This is an optimization exercise on Yosys and OpenROAD, whose aim is small area, a short achievable clock period and few clock cycles per item, not a production implementation.

Design px_beat, start of the top module:
module px_beat (
    input  wire        clk,
    input  wire        rst_n,
    input  wire        cfg_we,
    input  wire [7:0]  cfg_addr,
    input  wire [31:0] cfg_wdata,
    input  wire        in_valid,
    output wire        in_ready,
    input  wire        in_bstart,    
    input  wire        in_first,     
    input  wire [31:0] in_px,        
    input  wire [31:0] in_py,        
    input  wire [2:0]  in_dsrc,
    input  wire [1:0]  in_topo,
    input  wire        in_topo_en,
    input  wire        in_inv_en,
    input  wire        in_lseed,
    input  wire [1:0]  in_chk,
    output reg         out_valid,
    output reg  [31:0] out_data,
    output reg  [15:0] out_check,
    output reg  [3:0]  out_dbi
);
Size: ~7300 cells after synthesis, ~1300 flip-flops.
clock: 150.0 ns
lec_check: 0
abc_area: 1
cap_margin: 20
core_margin: 2
core_utilization: 50
slew_margin: 20
standard.sh (not shown) runs the stock make flow with config.mk's settings and CLKGATE_MAP_FILE= SYNTH_SCRIPT=/design/flow/synth_recipe.tcl, a recipe that flattens the netlist after the stock synthesis.
==> flow/flow/run.sh <==
#!/bin/bash
# Own layout flow: the standard layout (standard.sh), with these changes:
# - synthesis runs synth.tcl: the standard flow's synthesis script, with ABC mapping for
#   area (abc_area_min.script);
# - the port buffers are buf_2 cells;
# - clock tree synthesis uses clkbuf_16 cells driving up to 25 registers
#   each, and no dummy loads.
# Every tool's output goes to its ORFS log under orfs/logs; make's own output
# goes to make_flow.log in the work folder.
set -euo pipefail
W=$(pwd)
export PXB_ABC_SCRIPT="$W/flow/abc_area_min.script"
sed -E "s#SYNTH_SCRIPT=[^ ]*synth_recipe\.tcl'?#SYNTH_SCRIPT=$W/flow/synth.tcl BUFFER_PORTS_ARGS='-buffer_cell sky130_fd_sc_hd__buf_2' CTS_ARGS='-sink_clustering_enable -repair_clock_nets -dont_use_dummy_load -buf_list sky130_fd_sc_hd__clkbuf_16 -sink_clustering_size 25 -sink_clustering_max_diameter 100'#" standard.sh > own_standard.sh
grep -q "SYNTH_SCRIPT=$W/flow/synth.tcl" own_standard.sh
bash own_standard.sh finish > make_flow.log 2>&1
==> flow/flow/abc_area_min.script <==
strash
dch
map -a
topo
stime -c
==> flow/flow/synth.tcl <==
# The standard flow's synthesis script (synth_recipe.tcl), with one change: Yosys's abc
# pass runs the script named by PXB_ABC_SCRIPT instead of ORFS's area script.
proc synth {args} { yosys synth -nofsm -noshare {*}$args }
proc abc {args} {
  set i [lsearch -exact $args -script]
  if { $i >= 0 } {
    set args [lreplace $args [expr { $i + 1 }] [expr { $i + 1 }] $::env(PXB_ABC_SCRIPT)]
  }
  yosys abc {*}$args
}
source $::env(SCRIPTS_DIR)/synth.tcl
# left out here: clear keep_hierarchy, flatten, clean up, hide names made inside functions, write 1_2_yosys.v
Change:
--- a/flow/design.v
+++ b/flow/design.v
@@ -164,32 +164,20 @@
                     ((^(a_px & topox[a_topo])) ^ (^(a_py & topoy[a_topo])));
         word = src_word ^ {32{topo_flip}};
         for (i = 0; i < 8; i = i + 1) begin
             word = word ^ (invx[i] & {32{a_inv_en & a_px[i]}});
             word = word ^ (invy[i] & {32{a_inv_en & a_py[i]}});
         end
     end
-    reg        b_v;
-    reg        b_bstart;
-    reg        b_first;
-    reg [1:0]  b_chk;
-    reg [31:0] b_word;
-    always @(posedge clk) begin
-        b_v      <= a_v & rst_n;
-        b_bstart <= a_bstart;
-        b_first  <= a_first;
-        b_chk    <= a_chk;
-        b_word   <= word;
-    end
     wire        type1  = (chk_type == 2'd1);
     wire [15:0] crc_init_val = type1 ? {8'd0, chk_init[7:0]} : chk_init;
-    wire [15:0] crc_start = (b_first & b_chk[1]) ? crc_init_val : crc_q;
-    wire        feed   = (b_chk[0] ^ b_chk[1]) & (chk_type[0] ^ chk_type[1]);
+    wire [15:0] crc_start = (a_first & a_chk[1]) ? crc_init_val : crc_q;
+    wire        feed   = (a_chk[0] ^ a_chk[1]) & (chk_type[0] ^ chk_type[1]);
     wire [31:0] fmask  = 32'hFFFF_FFFF >> (~chk_feed_m1);
-    wire [31:0] dm     = b_word & fmask;
+    wire [31:0] dm     = word & fmask;
     wire [15:0] cs     = type1 ? {8'd0, crc_start[7:0]} : crc_start;
     wire [47:0] z      = {31'd0, cs, 1'b0} << chk_feed_m1;
     wire [31:0] e16    = dm ^ z[47:16];
     wire [31:0] e8     = dm ^ z[39:8];
     reg [15:0] c16;
     reg [7:0]  c8;
     reg        fb;
@@ -214,53 +202,53 @@
         secded = 7'd0;
         pos = 6'd2;
         for (b = 0; b < 32; b = b + 1) begin
             pos = pos + 6'd1;
             if (pos == 6'd4 || pos == 6'd8 || pos == 6'd16 || pos == 6'd32)
                 pos = pos + 6'd1;
             for (h = 0; h < 6; h = h + 1)
-                if (pos[h]) secded[h] = secded[h] ^ b_word[b];
-        end
-        secded[6] = (^b_word) ^ (^secded[5:0]);
+                if (pos[h]) secded[h] = secded[h] ^ word[b];
+        end
+        secded[6] = (^word) ^ (^secded[5:0]);
         case (chk_type)
             2'd1:    check = {8'd0, crc_start[7:0]};
             2'd2:    check = crc_start;
             2'd3:    check = {9'd0, secded};
             default: check = 16'd0;
         endcase
     end
     wire       dbi_dc = (dbi_mode == 2'd1);
     wire       dbi_on = dbi_mode[0] ^ dbi_mode[1];
-    wire [31:0] ref_word = dbi_dc ? 32'hFFFF_FFFF : (b_bstart ? 32'd0 : out_data);
-    wire [31:0] diff = b_word ^ ref_word;
+    wire [31:0] ref_word = dbi_dc ? 32'hFFFF_FFFF : (a_bstart ? 32'd0 : out_data);
+    wire [31:0] diff = word ^ ref_word;
     reg [31:0] sent;
     reg [3:0]  dbi;
     reg [3:0]  cnt;
     integer    j;
     integer    q;
     always @* begin
-        sent = b_word;
+        sent = word;
         for (j = 0; j < 4; j = j + 1) begin
             cnt = 4'd0;
             for (q = 0; q < 8; q = q + 1)
                 cnt = cnt + {3'd0, diff[8*j+q]};
             dbi[j] = dbi_groups[j] & dbi_on & (cnt > 4'd4);
-            sent[8*j +: 8] = b_word[8*j +: 8] ^ {8{dbi[j]}};
-        end
-    end
-    always @(posedge clk) begin
-        out_valid <= b_v & rst_n;
+            sent[8*j +: 8] = word[8*j +: 8] ^ {8{dbi[j]}};
+        end
+    end
+    always @(posedge clk) begin
+        out_valid <= a_v & rst_n;
         if (rst) begin
             lfsr_q    <= 32'd0;
             crc_q     <= 16'd0;
             out_data  <= 32'd0;
         end else begin
             if (a_v)
                 lfsr_q   <= lfsr_next;
-            if (b_v) begin
+            if (a_v) begin
                 crc_q    <= crc_next;
                 out_data <= sent;
             end
         end
     end
     always @(posedge clk) begin
         out_check <= check;
=> Synthesized area drops by 0.87%. Worst hold slack gains 0.16 ns. Synthesized cell count climbs by about 0.8%. Final cell count stays flat. Critical path depth is unchanged. Routed wire length drops by 5.2%. Global-route usage drops by 1.5 points. Worst setup slack loses 0.013 ns. Cell area drops by 0.80%.
Function was not checked in any run of this note: the RTL went through the layout flow alone.

static timing again, ports no longer ideal:
Ports are ideal in the flow. The routed layouts listed here were re-timed in OpenROAD. Step 1 assumes that a clkbuf_16 drives the clock port and a buf_2 every other input. Step 2 moves the port delays by t, midway between the first and last clock arrival at a register: inputs arrive t later, outputs are due t later. That takes back most of the time a late clock gives input paths. Slacks: ideal / step 1 / step 2; pairs: ideal / step 1.
run | t, ns | slack for setup (ns) | worst register clock-pin slew, ns
the first run | 0.755 | 118.770 / 118.686 / 119.441 | 0.11 / 0.11
the second run | 0.754 | 118.757 / 118.680 / 119.433 | 0.10 / 0.10
After both steps every run listed still meets setup and hold.
